Context: an optimization exercise on an open-source flow, tuned for small area, a short achievable clock period and few clock cycles per item. The choices shown serve that exercise and are no tape-out recipe. The RTL was checked by simulation tests, not by an equivalence proof against the original design. The flow treats the clock pin as an ideal source, which a real chip does not have.

==> inputs of 05-27 <==
## scale_acc
module scale_acc (
    input  wire        clk,
    input  wire        rst,           
    input  wire        in_valid,
    output wire        in_ready,
    input  wire        in_first,      
    input  wire        in_last,       
    input  wire [31:0] in_bias,
    input  wire [47:0] in_s,
    input  wire [15:0] in_x,
    input  wire [15:0] in_sm,
    input  wire [15:0] in_sx,
    output reg         res_valid,
    output wire [31:0] res_word,
    output wire        res_code_special,
    output wire [7:0]  res_scale_sat,
    output wire [7:0]  res_acc_sat,
    output wire [7:0]  res_flush_zero
);
==> module add32, before the edit <==
module add32 (
    input  wire [31:0] a,
    input  wire [31:0] b,
    output wire [31:0] word,
    output wire        sat,
    output wire        flush
);
    function [4:0] lzc32;
        input [31:0] v;
        reg [15:0] v1; reg [15:0] c1;
        reg [7:0]  v2; reg [15:0] c2;
        reg [3:0]  v3; reg [11:0] c3;
        reg [1:0]  v4; reg [7:0]  c4;
        integer i;
        begin
            for (i = 0; i < 16; i = i + 1) begin
                v1[i] = v[2*i+1] | v[2*i];
                c1[i] = ~v[2*i+1];
            end
            for (i = 0; i < 8; i = i + 1) begin
                v2[i] = v1[2*i+1] | v1[2*i];
                c2[2*i +: 2] = v1[2*i+1] ? {1'b0, c1[2*i+1]} : {1'b1, c1[2*i]};
            end
            for (i = 0; i < 4; i = i + 1) begin
                v3[i] = v2[2*i+1] | v2[2*i];
                c3[3*i +: 3] = v2[2*i+1] ? {1'b0, c2[2*(2*i+1) +: 2]} : {1'b1, c2[2*(2*i) +: 2]};
            end
            for (i = 0; i < 2; i = i + 1) begin
                v4[i] = v3[2*i+1] | v3[2*i];
                c4[4*i +: 4] = v3[2*i+1] ? {1'b0, c3[3*(2*i+1) +: 3]} : {1'b1, c3[3*(2*i) +: 3]};
            end
            lzc32 = v4[1] ? {1'b0, c4[7:4]} : {1'b1, c4[3:0]};
        end
    endfunction
    wire [30:0] cmp_s;
    wire        cmp_co;                             
    bk_add #(.W(31)) u_cmp (.x(a[30:0]), .y(~b[30:0]), .ci(1'b1), .s(cmp_s), .co(cmp_co));
    wire        swap = ~cmp_co;
    wire [31:0] hi   = swap ? b : a;
    wire [31:0] lo   = swap ? a : b;
    wire [8:0]  dab  = {1'b0, a[30:23]} - {1'b0, b[30:23]};
    wire [7:0]  dba  = b[30:23] - a[30:23];
    wire [7:0]  d    = dab[8] ? dba : dab[7:0];
    wire        hz   = (hi[30:23] == 8'd0);         
    wire [23:0] mhi  = {1'b1, hi[22:0]};
    wire [23:0] mlo  = {(lo[30:23] != 8'd0), lo[22:0]};
    wire [25:0] lof  = {mlo, 2'b00};
    wire        big  = (d[7:5] != 3'd0);
    wire [25:0] losh = big ? 26'd0 : (lof >> d[4:0]);
    wire [31:0] mask = ~({32{1'b1}} << d[4:0]);
    wire        stk  = big ? (mlo != 24'd0) : ((lof & mask[25:0]) != 26'd0);
    wire [26:0] al   = {losh, stk};
    wire [26:0] hf   = {mhi, 3'b000};
    wire        sub  = a[31] ^ b[31];
    wire [27:0] sum;
    wire        sum_co;
    bk_add #(.W(28)) u_sum (.x({1'b0, hf}), .y({sub, al ^ {27{sub}}}), .ci(sub), .s(sum), .co(sum_co));
    wire        sz   = (sum == 28'd0);
    wire [4:0]  lz   = lzc32({sum, 4'hF});
    wire [27:0] norm = sum << lz;
    wire [23:0] mant = norm[27:4];
    wire        rbit = norm[3];
    wire        stck = |norm[2:0];
    wire        up   = rbit & (stck | mant[0]);
    wire        carry = up & (&mant[22:0]);
    wire [9:0]  eb0 = {2'b0, hi[30:23]} + 10'd1 - {5'd0, lz};
    wire        e_sat   = ~eb0[9] & ((eb0[8:0] > 9'd254) | ((eb0[8:0] == 9'd254) & carry));
    wire        e_flush = eb0[9] | ((eb0 == 10'd0) & ~carry);
    wire [30:0] mag;
    wire        mag_co;
    bk_add #(.W(31)) u_inc (.x({eb0[7:0], mant[22:0]}), .y(31'd0), .ci(up), .s(mag), .co(mag_co));
    wire        zero = hz | sz;
    assign sat   = ~zero & e_sat;
    assign flush = ~zero & ~e_sat & e_flush;
    assign word  = (zero | e_flush) ? 32'd0 : e_sat ? {hi[31], 31'h7F7F_FFFF} : {hi[31], mag};
endmodule
clock: 55.0 ns
lec_check: 0
abc_area: 1
cap_margin: 60
core_margin: 2
core_utilization: 65
place_density: 0.75
slew_margin: 60
standard.sh (not shown) runs the stock make flow with config.mk's settings and CLKGATE_MAP_FILE= SYNTH_SCRIPT=/design/flow/synth_recipe.tcl, a recipe that flattens the netlist after the stock synthesis.
==> flow/flow/run.sh <==
#!/bin/bash
# Layout flow: the standard flow (standard.sh) with two changes.
#  1. After the standard synthesis, polar_fix.py lets full adders absorb the
#     inverters around them (a full adder fed complemented inputs gives
#     complemented outputs). Registers and their names are untouched.
#  2. Ports are buffered with sky130_fd_sc_hd__buf_2 (every port still gets
#     its own buffer).
#  3. After CTS, the flip-flops that drive output ports are upsized
#     (flow/upsize_out.tcl).
# Each tool's output goes to a log file of its own in the work folder.
set -euo pipefail
R=orfs/results/${FLOW_PLATFORM:-sky130hd}/scale_acc/base

bash standard.sh synth > synth.log 2>&1
cp $R/1_2_yosys.v 1_2_yosys.standard.v
python3 flow/polar_fix.py 1_2_yosys.standard.v $R/1_2_yosys.polar.v > polar_fix.log 2>&1
mv $R/1_2_yosys.polar.v $R/1_2_yosys.v
rm -f $R/1_synth.odb $R/1_synth.sdc
bash standard.sh synth > synth_odb.log 2>&1

export BUFFER_PORTS_ARGS="-buffer_cell sky130_fd_sc_hd__buf_2"
export POST_CTS_TCL="$(pwd)/flow/upsize_out.tcl"
bash standard.sh finish > layout.log 2>&1
==> flow/flow/polar_fix.py <==
#!/usr/bin/env python3
"""Rewrite a flat yosys gate netlist (sky130hd) so that full adders absorb inverters.

A full adder is self-dual: FA(~a, ~b, ~c) = (~cout, ~sum). Each fa cell may therefore
be "flipped": it is fed the complements of its inputs and its outputs then carry the
complements of their logical values. A greedy search picks the flips that need the fewest
inverters; the netlist is then rebuilt with one inverter per net that some load needs
complemented. Inverters that drive a module port are kept as they are.

usage: polar_fix.py IN.v OUT.v
"""
import re
import sys
from collections import defaultdict

src = open(sys.argv[1]).read()
inst_re = re.compile(r'^  (sky130_fd_sc_hd__\w+)\s+(\S+)\s*\((.*?)\n  \);\n', re.S | re.M)
pin_re = re.compile(r'\.(\w+)\(([^()]*)\)')

OUTP = {'X', 'Y', 'Q', 'Q_N', 'SUM', 'COUT', 'HI', 'LO'}
cells = []                      # [type, name, [(pin, net)]]
spans = []
for m in inst_re.finditer(src):
    typ, name, body = m.groups()
    pins = [(p, n.strip()) for p, n in pin_re.findall(body)]
    cells.append([typ, name, pins])
    spans.append((m.start(), m.end()))
if not cells:
    sys.exit('no cells found')
head = src[:spans[0][0]]
tail = src[spans[-1][1]:]
between = ''.join(src[spans[i][1]:spans[i + 1][0]] for i in range(len(spans) - 1))
if between.strip():
    sys.exit('unexpected text between cells')

# ports
ports = set()
for m in re.finditer(r'^\s*(input|output)\s+(\[(\d+):(\d+)\]\s+)?(\w+);', head, re.M):
    d, _, hi, lo, nm = m.groups()
    if hi is None:
        ports.add(nm)
    else:
        for b in range(min(int(hi), int(lo)), max(int(hi), int(lo)) + 1):
            ports.add(f'{nm}[{b}]')

isinv = lambda t: t.startswith('sky130_fd_sc_hd__inv_') or t.startswith('sky130_fd_sc_hd__clkinv_')
isfa = lambda t: t.startswith('sky130_fd_sc_hd__fa_')

drv = {}
for i, (t, n, pins) in enumerate(cells):
    for p, net in pins:
        if p in OUTP:
            drv[net] = (i, p)

def removable_inv(i):
    t, n, pins = cells[i]
    return isinv(t) and dict(pins)['Y'] not in ports

def root(net):
    par = 0
    while net in drv and removable_inv(drv[net][0]):
        net = dict(cells[drv[net][0]][2])['A']
        par ^= 1
    return net, par

loads = defaultdict(list)       # root -> [(cell, pin index, parity)]
for i, (t, n, pins) in enumerate(cells):
    if removable_inv(i):
        continue
    for k, (p, net) in enumerate(pins):
        if p in OUTP:
            continue
        r, par = root(net)
        loads[r].append((i, k, par))

# an FA whose output is a port net keeps its polarity
fixed = set()
for i, (t, n, pins) in enumerate(cells):
    if isfa(t) and any(p in OUTP and net in ports for p, net in pins):
        fixed.add(i)

flag = defaultdict(int)
def fdrv(r):
    if r in drv and isfa(cells[drv[r][0]][0]):
        return flag[drv[r][0]]
    return 0

def netcost(r):
    fd = fdrv(r)
    for (i, k, par) in loads[r]:
        if par ^ fd ^ (flag[i] if isfa(cells[i][0]) else 0):
            return 1
    return 0

touch = defaultdict(set)
for r, ls in loads.items():
    for (i, k, par) in ls:
        touch[i].add(r)
    if r in drv:
        touch[drv[r][0]].add(r)

fa = [i for i, c in enumerate(cells) if isfa(c[0]) and i not in fixed]
ninv0 = sum(1 for c in cells if isinv(c[0]))
for it in range(20):
    changed = 0
    for i in fa:
        before = sum(netcost(r) for r in touch[i])
        flag[i] ^= 1
        after = sum(netcost(r) for r in touch[i])
        if after < before:
            changed += 1
        else:
            flag[i] ^= 1
    if not changed:
        break

# rebuild
new_cells = []
inv_of = {}
new_wires = []
def inverted(r):
    if r not in inv_of:
        nm = f'_polinv_{len(inv_of)}_'
        inv_of[r] = nm
        new_wires.append(nm)
        new_cells.append(['sky130_fd_sc_hd__inv_2', f'_polinvc_{len(inv_of)}_', [('A', r), ('Y', nm)]])
    return inv_of[r]

out_cells = []
for i, (t, n, pins) in enumerate(cells):
    if removable_inv(i):
        continue
    newpins = []
    for k, (p, net) in enumerate(pins):
        if p in OUTP:
            newpins.append((p, net))
            continue
        r, par = root(net)
        need = par ^ fdrv(r) ^ (flag[i] if isfa(t) else 0)
        newpins.append((p, inverted(r) if need else r))
    out_cells.append([t, n, newpins])
out_cells += new_cells

used = set()
for t, n, pins in out_cells:
    for p, net in pins:
        used.add(re.sub(r'\[\d+\]$', '', net))

# drop declarations of scalar wires no longer used
def keep_decl(line):
    m = re.match(r'^\s*wire\s+(_\w+_);\s*$', line)
    return not (m and m.group(1) not in used)
head_lines = [l for l in head.split('\n') if keep_decl(l)]
head = '\n'.join(head_lines)
head += ''.join(f'  wire {w};\n' for w in new_wires)

def fmt(c):
    t, n, pins = c
    body = ',\n'.join(f'    .{p}({net}{" " if net.startswith(chr(92)) else ""})' for p, net in pins)
    return f'  {t} {n} (\n{body}\n  );\n'

open(sys.argv[2], 'w').write(head + ''.join(fmt(c) for c in out_cells) + tail)
ninv1 = sum(1 for c in out_cells if isinv(c[0]))
print(f'polar_fix: {sum(flag.values())} full adders flipped; inverters {ninv0} -> {ninv1}')
Other scripts of this flow, unchanged in this note and not shown: flow/flow/upsize_out.tcl
==> 10-08 (differences from 05-27) <==
--- a/flow/design.v
+++ b/flow/design.v
@@ -964,8 +964,5 @@
         end
     endfunction
-    wire [30:0] cmp_s;
-    wire        cmp_co;                             
-    bk_add #(.W(31)) u_cmp (.x(a[30:0]), .y(~b[30:0]), .ci(1'b1), .s(cmp_s), .co(cmp_co));
-    wire        swap = ~cmp_co;
+    wire        swap = (b[30:0] > a[30:0]);
     wire [31:0] hi   = swap ? b : a;
     wire [31:0] lo   = swap ? a : b;
--- a/flow/flow/run.sh
+++ b/flow/flow/run.sh
@@ -1,7 +1,8 @@
 #!/bin/bash
-# Layout flow: the standard flow (standard.sh) with two changes.
+# Layout flow: the standard flow (standard.sh) with these changes.
 #  1. After the standard synthesis, polar_fix.py lets full adders absorb the
 #     inverters around them (a full adder fed complemented inputs gives
-#     complemented outputs). Registers and their names are untouched.
+#     complemented outputs); a half adder fed two complemented signals becomes
+#     xor2 + nor2. Registers and their names are untouched.
 #  2. Ports are buffered with sky130_fd_sc_hd__buf_2 (every port still gets
 #     its own buffer).
--- a/flow/flow/polar_fix.py
+++ b/flow/flow/polar_fix.py
@@ -4,5 +4,7 @@
 A full adder is self-dual: FA(~a, ~b, ~c) = (~cout, ~sum). Each fa cell may therefore
 be "flipped": it is fed the complements of its inputs and its outputs then carry the
-complements of their logical values. A greedy search picks the flips that need the fewest
+complements of their logical values. A half adder fed two complemented signals is
+replaced by xor2 + nor2 of the signals themselves ((~x) ^ (~y) = x ^ y and
+(~x) & (~y) = ~(x | y)). A greedy search picks the flips that need the fewest
 inverters; the netlist is then rebuilt with one inverter per net that some load needs
 complemented. Inverters that drive a module port are kept as they are.
@@ -86,8 +88,20 @@
     return 0
 
+isha = lambda t: t.startswith('sky130_fd_sc_hd__ha_')
+ha_in = {}
+for i, (t, n, pins) in enumerate(cells):
+    if isha(t):
+        ha_in[i] = [k for k, (p, _) in enumerate(pins) if p in ('A', 'B')]
+
+def raw_need(i, k):
+    r, par = root(cells[i][2][k][1])
+    return par ^ fdrv(r) ^ (flag[i] if isfa(cells[i][0]) else 0)
+
 def netcost(r):
     fd = fdrv(r)
     for (i, k, par) in loads[r]:
         if par ^ fd ^ (flag[i] if isfa(cells[i][0]) else 0):
+            if i in ha_in and all(raw_need(i, kk) for kk in ha_in[i]):
+                continue            # this half adder will be split instead
             return 1
     return 0
@@ -99,4 +113,14 @@
     if r in drv:
         touch[drv[r][0]].add(r)
+for i in list(touch):
+    if not isfa(cells[i][0]):
+        continue
+    extra = set()
+    for r in touch[i]:
+        for (j, k, par) in loads[r]:
+            if j in ha_in:
+                for kk in ha_in[j]:
+                    extra.add(root(cells[j][2][kk][1])[0])
+    touch[i] |= extra
 
 fa = [i for i, c in enumerate(cells) if isfa(c[0]) and i not in fixed]
@@ -115,4 +139,23 @@
         break
 
+# a half adder fed two complemented signals becomes xor2 + nor2 of the signals
+# themselves: (~x) ^ (~y) = x ^ y and (~x) & (~y) = ~(x | y)
+def need_of(i, k):
+    t, n, pins = cells[i]
+    r, par = root(pins[k][1])
+    return par ^ fdrv(r) ^ (flag[i] if isfa(t) else 0)
+nconv = 0
+for i, (t, n, pins) in enumerate(cells):
+    if not isha(t):
+        continue
+    d = dict(pins)
+    ka = [k for k, (p, _) in enumerate(pins) if p == 'A'][0]
+    kb = [k for k, (p, _) in enumerate(pins) if p == 'B'][0]
+    if need_of(i, ka) and need_of(i, kb):
+        ra, rb = root(d['A'])[0], root(d['B'])[0]
+        # the new cells are fed the roots directly (no inversion needed)
+        cells[i] = ['@HA2', n, [('A', ra), ('B', rb), ('COUT', d['COUT']), ('SUM', d['SUM'])]]
+        nconv += 1
+
 # rebuild
 new_cells = []
@@ -129,4 +172,9 @@
 out_cells = []
 for i, (t, n, pins) in enumerate(cells):
+    if t == '@HA2':
+        d = dict(pins)
+        out_cells.append(['sky130_fd_sc_hd__xor2_1', f'_polhax_{i}_', [('A', d['A']), ('B', d['B']), ('X', d['SUM'])]])
+        out_cells.append(['sky130_fd_sc_hd__nor2_1', f'_polhan_{i}_', [('A', d['A']), ('B', d['B']), ('Y', d['COUT'])]])
+        continue
     if removable_inv(i):
         continue
@@ -162,3 +210,3 @@
 open(sys.argv[2], 'w').write(head + ''.join(fmt(c) for c in out_cells) + tail)
 ninv1 = sum(1 for c in out_cells if isinv(c[0]))
-print(f'polar_fix: {sum(flag.values())} full adders flipped; inverters {ninv0} -> {ninv1}')
+print(f'polar_fix: {sum(flag.values())} full adders flipped, {nconv} half adders split; inverters {ninv0} -> {ninv1}')
CAP_MARGIN = 20   (was 60)
==> metrics.md <==
| Metric | Value |
|---|---|
| Status | complete, no violations |
| Area Growth Syn to Fin | 7.64% |
| Sequential cell area share | between 10% and 20% |
| Syn Area/Cell | slightly above 7 sq um |
| First-pass GRT wire length | 223000 um |
| 1st-iter DRT viols | 5483 |
| Logic inverters | 773 |
| Non-clk buf share | 3.94% |
| DR WL met3 | around 21000 um |
| Syn_nets | 6501 |
| Via total after detailed routing | 41700 |
| Post-layout minimum cycle time | around 12 ns |
-- figures above: 05-27

==> metrics.md <==
| Metric | Value |
|---|---|
| First-pass GRT wire length | 220000 um |
| Non-clk buf share | 3.85% |
| Via total after detailed routing | 42100 |
| Area Growth Syn to Fin | 7.36% |
| Slew @ Worst Pin | 0.729 ns |
| CP startpoint kind | register |
| Post-route setup TNS | 0 ns |
| Logic inverters | between 700 and 800 |
| Status | complete, no violations |
| Place WS | roughly 43 ns |
| DR WL met3 | 22600 um |
| Post-layout minimum cycle time | approximately 12 ns |
| Sequential cell area share | about an eighth |
| Final instance area | 43800 sq um |
| Syn Area/Cell | between 7 and 8 sq um |
| Syn_nets | 6542 |
-- figures above: 10-08

Testbench counts of 05-27, summed over its fixed seeds: cycles 26,970, groups 26,946.
Testbench counts of 10-08, summed over its fixed seeds: cycles 26,970, groups 26,946.

## separate check: timing with driven ports
No port has a modelled driver above. Below, the same layouts with a new extraction and two added sets of constraints.
Step 1 (the two cells are an assumption about what drives the block):
set clk [get_ports {clk}]
set_driving_cell -lib_cell sky130_fd_sc_hd__clkbuf_16 $clk
set_driving_cell -lib_cell sky130_fd_sc_hd__buf_2 [delete_from_list [all_inputs] $clk]
Step 2 also shifts input and output timing later by t, the mid clock arrival at the registers, as if the neighbouring blocks saw the same clock.
Three values: ideal ports, drivers, drivers and shift; two values: the first two.
run	t (ns)	setup slack, ns	worst hold slack (ns)	clock arrival spread, ns	slew at the worst register clock pin (ns)
05-27	0.645	42.908 / 42.843 / 43.225	0.400 / 0.400 / 0.400	0.022 / 0.022	0.08 / 0.08
10-08	0.667	42.904 / 42.835 / 43.502	0.407 / 0.407 / 0.407	0.032 / 0.033	0.07 / 0.07
After both steps setup and hold are still met in every run listed.
